From an optimization exercise on the open Yosys and OpenROAD flow, aimed at small area and a short achievable clock period; shortcuts taken in it are not production practice.
Function was checked by simulation only, so behaviour that the tests miss may differ from the original.
Power figures rest on the tool's default switching activity, not on a simulated workload.

umber:
// fmt_cvt
module fmt_cvt (
    input  wire        clk,
    input  wire        rst,         
    input  wire        in_valid,
    input  wire        in_op,       
    input  wire [3:0]  in_src,
    input  wire [3:0]  in_dst,      
    input  wire [31:0] in_a,
    input  wire [7:0]  in_b,        
    output reg         out_valid,
    output reg  [31:0] out_data
);
Size in the first run: roughly 190 flip-flops, about 85 I/O pins, roughly 11000 um^2 of cells after synthesis.
Settings: LEC_CHECK=0, ABC_AREA=1, CAP_MARGIN=20, CORE_MARGIN=2, CORE_UTILIZATION=40, SLEW_MARGIN=20; clock period 18.0 ns.
standard.sh (not shown) runs the stock make flow with config.mk's settings and CLKGATE_MAP_FILE= SYNTH_SCRIPT=/design/flow/synth_recipe.tcl, a recipe that flattens the netlist after the stock synthesis.
==> flow/flow/run.sh <==
#!/bin/bash
# The standard layout (standard.sh: ORFS synthesis to finish) with two
# changes:
# - synthesis maps the logic with flow/area_map.abc (ABC's area mapper
#   without the delay-driven mapping of ORFS's script); everything else in
#   synthesis, registers included, is ORFS's and the standard flow's script unchanged;
set -euo pipefail
here=$PWD
sed "s#log_cmd abc {\*}\$abc_args#lset abc_args 1 $here/flow/area_map.abc\n  log_cmd abc {*}\$abc_args#" \
    "$FLOW_HOME/scripts/synth.tcl" > "$here/synth_area_map.tcl"
grep -q "area_map.abc" "$here/synth_area_map.tcl"
sed "s#\$::env(SCRIPTS_DIR)/synth.tcl#$here/synth_area_map.tcl#" synth_recipe.tcl > "$here/synth_recipe_area_map.tcl"
grep -q "synth_area_map.tcl" "$here/synth_recipe_area_map.tcl"
bash standard.sh SYNTH_SCRIPT="$here/synth_recipe_area_map.tcl" SETUP_SLACK_MARGIN=13.5 finish > standard.log 2>&1
==> flow/flow/area_map.abc <==
strash
dch
map -a
topo
dnsize -c
umber | status: complete | timing, DRC, antenna: pass
Relative to umber, the following input files were edited for onyx:
Settings: an added CTS_BUF_LIST of sky130_fd_sc_hd__clkbuf_8.
diff --git a/flow/flow/run.sh b/flow/flow/run.sh
--- a/flow/flow/run.sh
+++ b/flow/flow/run.sh
@@ -2 +2 @@
-# The standard layout (standard.sh: ORFS synthesis to finish) with two
+# The standard layout (standard.sh: ORFS synthesis to finish) with three
@@ -6,0 +7,2 @@
+# - repair_timing is asked for setup slack of at least 13.5 ns, so that it
+#   sizes and buffers the critical paths;
@@ -14 +16,2 @@
-bash standard.sh SYNTH_SCRIPT="$here/synth_recipe_area_map.tcl" SETUP_SLACK_MARGIN=13.5 finish > standard.log 2>&1
+bash standard.sh SYNTH_SCRIPT="$here/synth_recipe_area_map.tcl" SETUP_SLACK_MARGIN=13.5 \
+    BUFFER_PORTS_ARGS="-buffer_cell sky130_fd_sc_hd__buf_1" finish > standard.log 2>&1
==> flow/flow/area_map.abc <==
strash
dch
map -a
topo
stime -c
buffer -c
upsize -c
dnsize -c
==> comparison <==
Changes observed in onyx relative to umber: count of multi-input combinational gates ~0 delta, sum of met3 wire segment lengths after detailed routing higher. Number of different library cells in the post-synthesis netlist was higher in onyx than in umber. [compare] base=umber new=onyx: share of power burned in registers went up 0.3 points, total chip power went down by 1.4%, final area has decreased, utilization went down 3.0 points. From umber to onyx the numbers moved as follows: vertical die dimension rose 2.3%, post-CTS setup-driven buffer insertion count fell 6, final hold slack fell 8.6 ps.
> inputs changed (onyx -> harbor)
Settings: CTS_BUF_LIST removed (was sky130_fd_sc_hd__clkbuf_8).
==> comparison <==
Delta (harbor minus onyx): clock insertion delay at the later pin of the skew report went down 50 ps; fraction of standard cell area in multi-input logic went down 0.74 points; via-per-instance ratio held. The via count on onyx is in line with that on harbor. Compared to onyx, harbor reaches a higher achievable clock. harbor: PASS, flow complete, no timing, DRC or antenna violations. Delta (harbor minus onyx): instance area at placement stayed essentially flat, minimum setup slack in the final design rose by 60 ps, final design area excluding fillers rose by 210 um^2, part of the Yosys area used for sequential elements stayed essentially flat, final cell count without fillers stayed essentially flat. Compared with onyx, harbor shows buffer count from post-CTS setup fixing higher by 1.
## Diff of input files: zinc against harbor
Settings: CTS_BUF_LIST newly set to sky130_fd_sc_hd__clkbuf_8.
diff --git a/flow/flow/run.sh b/flow/flow/run.sh
--- a/flow/flow/run.sh
+++ b/flow/flow/run.sh
@@ -2 +2 @@
-# The standard layout (standard.sh: ORFS synthesis to finish) with three
+# The standard layout (standard.sh: ORFS synthesis to finish) with two
@@ -7,2 +6,0 @@
-# - repair_timing is asked for setup slack of at least 13.5 ns, so that it
-#   sizes and buffers the critical paths;
@@ -16,2 +14 @@
-bash standard.sh SYNTH_SCRIPT="$here/synth_recipe_area_map.tcl" SETUP_SLACK_MARGIN=13.5 \
-    BUFFER_PORTS_ARGS="-buffer_cell sky130_fd_sc_hd__buf_1" finish > standard.log 2>&1
+bash standard.sh SYNTH_SCRIPT="$here/synth_recipe_area_map.tcl" SETUP_SLACK_MARGIN=13.5 finish > standard.log 2>&1
zinc -> harbor: simple-gate area share of the yosys netlist delta 0, exact match
In the tables for harbor and zinc, power reads higher with harbor.
harbor and zinc ended up with nearly the same final instance area.
On standard cell area after detailed placement, the lower figure sits with harbor, not zinc.
The post-route worst hold slack of zinc was superior to that of harbor.
Compared to harbor, the routing of zinc uses more wire.

==> re-timing with driven ports <==
How much do the figures lean on ideal ports? The routed layouts below were timed once more, with nothing changed but the port constraints. Step 1 assumes that a clkbuf_16 drives the clock port and a buf_2 every other input. Step 2 also shifts input and output timing later by t, the mid clock arrival at the registers, as if the neighbouring blocks saw the same clock. a / b / c = ideal / step 1 / step 2; a / b = the first two.
run | t (ns) | setup WS [ns] | worst setup path at the end | cell pins on the clock port's net
umber | 0.482 | 13.522 / 13.483 / 13.068 | input to register | 1
onyx | 0.530 | 13.462 / 13.419 / 13.071 | input to register | 1
harbor | 0.492 | 13.522 / 13.475 / 13.153 | input to register | 1
zinc | 0.497 | 13.492 / 13.452 / 13.067 | input to register | 1
After both steps setup and hold are still met in every run listed. For umber, which loses most, drivers alone change the setup slack by -0.039 ns; drivers and shift together by -0.454 ns.
